Context: an optimization exercise on an open-source flow, tuned for small area and a short achievable clock period. The choices shown serve that exercise and are no tape-out recipe. Only simulation tests tie the RTL to the original design; equivalence was not proved.

**design/flow/design.v**
```verilog
module pcu_pixel (
    input  wire        clk,
    input  wire        rst,
    input  wire        in_valid,
    input  wire        in_first,
    input  wire        in_last,
    input  wire [13:0] in_x,
    input  wire        in_ovr,
    input  wire [1:0]  in_ch,
    input  wire [31:0] in_pct,
    input  wire        cfg_bypass,
    input  wire        cfg_sten,
    input  wire [12:0] cfg_stfirst,
    input  wire [12:0] cfg_stlast,
    output reg         out_valid,
    output reg  [23:0] out_word,
    output reg         out_last,
    output reg         st_valid,
    output reg  [15:0] st_min,
    output reg  [15:0] st_max,
    output reg  [31:0] st_sum,
    output reg  [15:0] st_cnt
);
    reg [12:0] k_cnt;
    reg        line_byp;
    reg        line_sten;
    reg [12:0] line_first;
    reg [12:0] line_last;
    wire [12:0] k_in     = in_first ? 13'd0       : k_cnt;
    wire        byp_in   = in_first ? cfg_bypass  : line_byp;
    wire        sten_in  = in_first ? cfg_sten    : line_sten;
    wire [12:0] wfirst_in = in_first ? cfg_stfirst : line_first;
    wire [12:0] wlast_in  = in_first ? cfg_stlast  : line_last;
    wire        win_in   = sten_in && (k_in >= wfirst_in) && (k_in <= wlast_in);
    always @(posedge clk) begin
        if (rst) begin
            k_cnt <= 13'd0;
        end else if (in_valid) begin
            k_cnt <= in_last ? 13'd0 : k_in + 13'd1;
        end
        if (in_valid && in_first) begin
            line_byp   <= cfg_bypass;
            line_sten  <= cfg_sten;
            line_first <= cfg_stfirst;
            line_last  <= cfg_stlast;
        end
    end
    reg        v1;
    reg        first1, last1, ovr1, byp1, win1;
    reg [13:0] x1;
    reg [1:0]  ch1;
    reg [31:0] pct1;
    always @(posedge clk) begin
        if (rst) v1 <= 1'b0;
        else     v1 <= in_valid;
        first1 <= in_first;
        last1  <= in_last;
        ovr1   <= in_ovr;
        byp1   <= byp_in;
        win1   <= win_in;
        x1     <= in_x;
        ch1    <= in_ch;
        pct1   <= in_pct;
    end
    wire [13:0]        gain = pct1[31:18];
    wire signed [11:0] ofs  = pct1[17:6];
    wire signed [18:0] diff = $signed({3'b000, x1, 2'b00}) - ofs;
    wire signed [33:0] prod = diff * $signed({1'b0, gain});
    wire signed [20:0] shf  = prod[33:13];
    wire [15:0] ysat = shf[20] ? 16'd0 : (|shf[19:16]) ? 16'hFFFF : shf[15:0];
    reg        v2;
    reg        first2, last2, ovr2, def2, edge2, byp2, win2;
    reg [2:0]  rep2;
    reg [15:0] y2;
    reg [1:0]  ch2;
    always @(posedge clk) begin
        if (rst) v2 <= 1'b0;
        else     v2 <= v1;
        first2 <= first1;
        last2  <= last1;
        ovr2   <= ovr1;
        byp2   <= byp1;
        win2   <= win1;
        ch2    <= ch1;
        if (byp1) begin
            y2    <= {2'b00, x1};
            def2  <= 1'b0;
            edge2 <= 1'b0;
            rep2  <= 3'b000;
        end else begin
            y2    <= ysat;
            def2  <= pct1[3];
            edge2 <= pct1[4];
            rep2  <= pct1[2:0];
        end
    end
    reg        cv;
    reg        cfirst, clast, covr, cdef, cedge, cbyp, cwin;
    reg [2:0]  crep;
    reg [15:0] cy;
    reg [1:0]  cch;
    reg [15:0] py;
    reg        povr;
    wire fire      = cv && (clast || v2);
    wire has_left  = !cfirst;
    wire has_right = !clast;
    reg        use_l, use_r;
    reg [15:0] ry;
    reg        rovr;
    reg        rdef;
    wire [16:0] avg_sum = {1'b0, py} + {1'b0, y2} + 17'd1;
    always @(*) begin
        use_l = 1'b0;
        use_r = 1'b0;
        if (!(cfirst && clast)) begin
            case (crep)
                3'b001: begin                       
                    use_l = has_left;
                    use_r = !has_left;
                end
                3'b010: begin                       
                    use_r = has_right;
                    use_l = !has_right;
                end
                3'b100: begin                       
                    use_l = has_left;
                    use_r = has_right;
                end
                default: ;
            endcase
        end
        if (use_l && use_r) begin
            ry   = avg_sum[16:1];
            rovr = povr | ovr2;
            rdef = 1'b1;
        end else if (use_l) begin
            ry   = py;
            rovr = povr;
            rdef = 1'b1;
        end else if (use_r) begin
            ry   = y2;
            rovr = ovr2;
            rdef = 1'b1;
        end else begin
            ry   = cy;
            rovr = covr;
            rdef = cdef;
        end
    end
    always @(posedge clk) begin
        if (rst) begin
            cv <= 1'b0;
        end else if (v2) begin
            cv <= 1'b1;
        end else if (fire) begin
            cv <= 1'b0;
        end
        if (v2) begin
            py     <= cy;
            povr   <= covr;
            cfirst <= first2;
            clast  <= last2;
            covr   <= ovr2;
            cdef   <= def2;
            cedge  <= edge2;
            cbyp   <= byp2;
            cwin   <= win2;
            crep   <= rep2;
            cy     <= y2;
            cch    <= ch2;
        end
    end
    reg [15:0] acc_min, acc_max, acc_cnt;
    reg [31:0] acc_sum;
    wire [15:0] sval = cbyp ? {cy[13:0], 2'b00} : ry;
    wire        take = cwin && !rdef && !cedge;
    wire [15:0] base_min = cfirst ? 16'hFFFF : acc_min;
    wire [15:0] base_max = cfirst ? 16'h0000 : acc_max;
    wire [31:0] base_sum = cfirst ? 32'd0    : acc_sum;
    wire [15:0] base_cnt = cfirst ? 16'd0    : acc_cnt;
    wire [15:0] nxt_min = (take && sval < base_min) ? sval : base_min;
    wire [15:0] nxt_max = (take && sval > base_max) ? sval : base_max;
    wire [31:0] nxt_sum = take ? base_sum + {16'd0, sval} : base_sum;
    wire [15:0] nxt_cnt = take ? base_cnt + 16'd1 : base_cnt;
    always @(posedge clk) begin
        if (rst) begin
            out_valid <= 1'b0;
            st_valid  <= 1'b0;
        end else begin
            out_valid <= fire;
            st_valid  <= fire && clast;
        end
        if (fire) begin
            out_word <= {3'b000, cch, cedge, rdef, rovr, ry};
            out_last <= clast;
            acc_min  <= nxt_min;
            acc_max  <= nxt_max;
            acc_sum  <= nxt_sum;
            acc_cnt  <= nxt_cnt;
        end
        if (fire && clast) begin
            st_min <= nxt_min;
            st_max <= nxt_max;
            st_sum <= nxt_sum;
            st_cnt <= nxt_cnt;
        end
    end
endmodule
```
**design/flow/run.sh**
```bash
#!/bin/bash
# synth_recipe.tcl (not shown) runs the flow's synth.tcl, then flattens the netlist and writes it again
# the make line also repeats each setting of config.mk as NAME=value (left out here)
make -C /OpenROAD-flow-scripts/flow DESIGN_CONFIG=/design/flow/config.mk WORK_HOME=/design/flow/orfs CLKGATE_MAP_FILE= SYNTH_SCRIPT=/design/flow/synth_recipe.tcl finish
```
**design/flow/config.mk**
```make
export PLATFORM = sky130hd
export DESIGN_NAME = pcu_pixel
export DESIGN_NICKNAME = pcu_pixel
export VERILOG_FILES = /design/flow/design.v
export SDC_FILE = /design/flow/constraint.sdc
export NUM_CORES = 4
export LEC_CHECK = 0
export CAP_MARGIN = 20
export CORE_MARGIN = 2
export CORE_UTILIZATION = 40
export PLACE_DENSITY = 0.6
export SLEW_MARGIN = 20
```
**design/flow/constraint.sdc**
```tcl
create_clock -name core_clock -period 9.5 [get_ports {clk}]
set_input_delay 1.9000 -clock core_clock [delete_from_list [all_inputs] [get_ports {clk}]]
set_output_delay 1.9000 -clock core_clock [all_outputs]
set_load 0.01 [all_outputs]
```
==> metrics.md <==
| Metric | Value |
|---|---|
| Outcome | `complete, no violations` |
| Critical path required time | `roughly 10000 ps` |
| WHS | `~330 ps` |
| Initial Util | `between 40% and 50%` |
| H-tree levels | `2` |
| # port buffers | `~180` |
| Clock tree buffer depth | `3` |
| Synthesis warning total | `1` |
| Final Hold Violating Endpoints | `0` |
| Slowest stage delay, CP | `around 630 ps` |
| Reg2reg path depth | `32` |
| CTS root buf | `clkbuf_16` |
| Min Clock Period, post-route | `8840 ps` |
| Vias in the first global route | `between 15000 and 20000` |
| RR Endpoint | `y2[3]$_DFF_P_` |
| Slowest CP cell | `o31ai_2` |
| Cell count after synthesis | `between 2000 and 2500` |
| CP endpoint | `y2[3]$_DFF_P_` |
| CTS tree | `built` |
| Flops & latches, synth | `roughly 350` |
| Tot GR Track Use | `approximately 18%` |
| Main flop type after synthesis | `edfxtp_1` |
| Setup crit start kind | `register` |
| CTS Sinks | `353` |
| Most used cell, CP | `fa_1` |
| Slew Limit Headroom | `around a third` |
| Maximum clock frequency | `~110 MHz` |
| Synth top area cells | `edfxtp_1 30%, fa_1 19%, ha_1 9.1%` |
| Drt first pass iters | `5` |
| Synth top cells by count | `306 x inv_1, 255 x edfxtp_1, 242 x nand2_1` |
| Post-placement cell area | `about 28000 µm²` |
| Cts bufs inserted | `between 40 and 50` |
| Worst hold path class | `register to register` |
| Synth area leader | `edfxtp_1` |
| R2R Setup Slk | `660 ps` |
| Sequential area share after synthesis | `a little under two fifths` |
| Period utilization | `between 90% and 100%` |
| DIE AREA | `65900 µm²` |
| Total congestion overflow | `0` |
| Setup Crit Path Kind | `register to register` |
| Most frequent cell after synthesis | `inv_1` |
| Setup tns final | `0 ps` |
| Die Wd | `257 µm` |
| Worst EP arrival | `a little over 9000 ps` |
| Synthesized area per cell | `roughly 11 µm²` |
| Post-synth top area share | `30.0%` |
| DRT iter0 DRCs | `around 960` |
| Initial antenna violation count | `0` |
| Reg clk slew, reported paths | `approximately 60 ps` |
| Final Max Slew Viols | `0` |
| Via/cell ratio | `a little over 5` |
| Critical Path Start | `x1[0]$_DFF_P_` |
| Mapped Area | `about 26000 µm²` |
| Post-synth EDFFs | `255` |
| CP max FO | `11` |
| Crit end category | `register` |
| RR Startpoint | `x1[0]$_DFF_P_` |
| DR WL/cell | `approximately 17 µm` |
| Die span in y | `roughly 260 µm` |
| Share of cells above drive strength 1 | `under 10%` |
| HPWL after DPL | `roughly 46 mm` |
| Post-synth ARST share | `0%` |
| Worst-skew pair later-pin latency | `580 ps` |
| Antenna diodes | `0` |
| Post-route ant nets | `0` |
| Total Routed Length | `just under 60 mm` |
| Routability cong. | `between 0.9 and 1` |
| Row count | `92` |
| Worst Skew | `24.6 ps` |
| Io pins | `189` |
| Final setup vio count | `0` |
| Area Growth Syn to Fin | `17.3%` |
| Via Count | `~17000` |
| Post-Layout Inst Area | `about 30000 µm²` |
| Filler instances | `roughly 5800` |
| Largest net degree at the start of global routing | `approximately 70` |
| Fin nets | `~3000` |
| DRC | `0` |
| Core area | `63100 µm²` |
| Worst-margin pin slew | `roughly 970 ps` |
| RSZ-0062 raised after global routing | `false` |
| Post-synth cell types | `79` |
| Global-route wire length before repair | `between 90 and 100 mm` |
| Max-cap violations | `0` |
-- cell usage in the layout (no fill, tap or decap), types with 8 or more instances in the layout --
| cell | count |
|---|---|
| nor3_1 | 24 |
| mux2_2 | 13 |
| buf_4 | 53 |
| nand2_1 | 242 |
| clkdlybuf4s50_1 | 183 |
| ha_1 | 186 |
| o211ai_1 | 8 |
| inv_1 | 305 |
| clkbuf_1 | 8 |
| o21a_1 | 23 |
| nand2b_1 | 17 |
| nor2b_1 | 54 |
| nand4_1 | 20 |
| mux2i_1 | 47 |
| a21oi_1 | 119 |
| xor2_1 | 40 |
| o31ai_2 | 12 |
| a21o_1 | 38 |
| and2_1 | 144 |
| and3_1 | 15 |
| nor2_1 | 116 |
| clkbuf_16 | 42 |
| edfxtp_1 | 255 |
| nand3_1 | 33 |
| a211oi_1 | 13 |
| or3_1 | 9 |
| dfxtp_1 | 97 |
| fa_1 | 239 |
| xnor2_1 | 51 |
| o21ai_0 | 54 |
-- layer usage --
metal	up-vias	part of all wire, %	GRT usage [%]
li1	8326	-	-
met1	8598	44	23.7
met2	406	48	31.0
met3	107	4.5	2.67
met4	0	3.1	5.81
met5	-	0	0
-- flip-flops by register name (all words and copies together), names as in the netlist, 13 cells and up --
register    cells
acc_sum        32
st_sum         32
pct1           31
out_word       21
acc_cnt        16
acc_max        16
acc_min        16
cy             16
py             16
st_cnt         16
st_max         16
st_min         16
y2             16
x1             14
k_cnt          13
line_first     13
line_last      13
-- cell type report --
| type | count | area, µm² | share of cell area [%] |
|---|---|---|---|
| Tap cell | 846 | 1060 | 3.53 |
| Clock buffer | 51 | 1090 | 3.66 |
| Inverter | 308 | 1160 | 3.87 |
| Sequential cell | 353 | 9620 | 32.1 |
| Multi-Input combinational cell | 1626 | 14400 | 48.2 |
| Clock inverter | 24 | 337 | 1.12 |
| Timing Repair Buffer | 238 | 2250 | 7.53 |
-- critical path: cells and delay by family (launching register included) --
kind,cells,cell delay (ps)
compound gates,13,3100
xor+xnor,2,570
fa+ha+maj,8,3460
buf+inv,6,760
flops,1,340
simple gates,3,500
-- logic make-up after synthesis --
logic type / Yosys count / synth area share [%]
AND/OR/NAND/NOR: 704 / 13.6
XOR/XNOR: 93 / 3.19
other: 1 / 0.0147
flip-flops: 353 / 37.7
adder cells (fa/ha/maj): 425 / 27.9
multiplexers: 67 / 3.03
AO/OA/AOI/OAI: 334 / 8.69
buffers and inverters: 397 / 5.94
-- what timing repair did --
action,CTS,global route
buffers inserted,0,0
hold buffers,0,0
setup endpoints to repair,0,12
resized for setup,0,3
-- stage by stage --
step	utilization, %	setup WS (ps)	std cells
after floorplan	-	1490	2376
after global routing	47.5	0.523	3446
after CTS	47.4	444	3446
final	47.5	662	3446
after detailed placement	45.2	480	3371
after global placement	45.2	639	3371
-- worst min path at each step --
stage                               from             end  slack (ps)  cells past startpoint
final                       win1$_DFF_P_    win2$_DFF_P_         330                      0
after global routing       last1$_DFF_P_   last2$_DFF_P_         330                      0
after CTS                   win1$_DFF_P_    win2$_DFF_P_         330                      0
after detailed placement    win1$_DFF_P_    win2$_DFF_P_         310                      0
after global placement     last1$_DFF_P_   last2$_DFF_P_         310                      0
after floorplan           ch1[0]$_DFF_P_  ch2[0]$_DFF_P_         310                      0

-- separate check: timing with driven ports --
Ports are ideal in the flow. The routed layout listed here was re-timed in OpenROAD.
Step 1 (the two cells are an assumption about what drives the block):
set clk [get_ports {clk}]
set_driving_cell -lib_cell sky130_fd_sc_hd__clkbuf_16 $clk
set_driving_cell -lib_cell sky130_fd_sc_hd__buf_2 [delete_from_list [all_inputs] $clk]
Step 2 moves the port delays by t, midway between the first and last clock arrival at a register: inputs arrive t later, outputs are due t later. That takes back most of the time a late clock gives input paths.
Slacks: no drivers / after step 1 / after step 2; pairs: no drivers / after step 1.
shift t [ns]: 0.629
setup WS [ns]: 0.662 / 0.662 / 0.662
hold WS [ns]: 0.325 / 0.325 / 0.325
slew at the worst register clock pin (ns): 0.06 / 0.06
After both steps setup and hold are still met in this run. For this run, drivers alone change the setup slack by 0.000 ns; drivers and shift together by 0.000 ns.
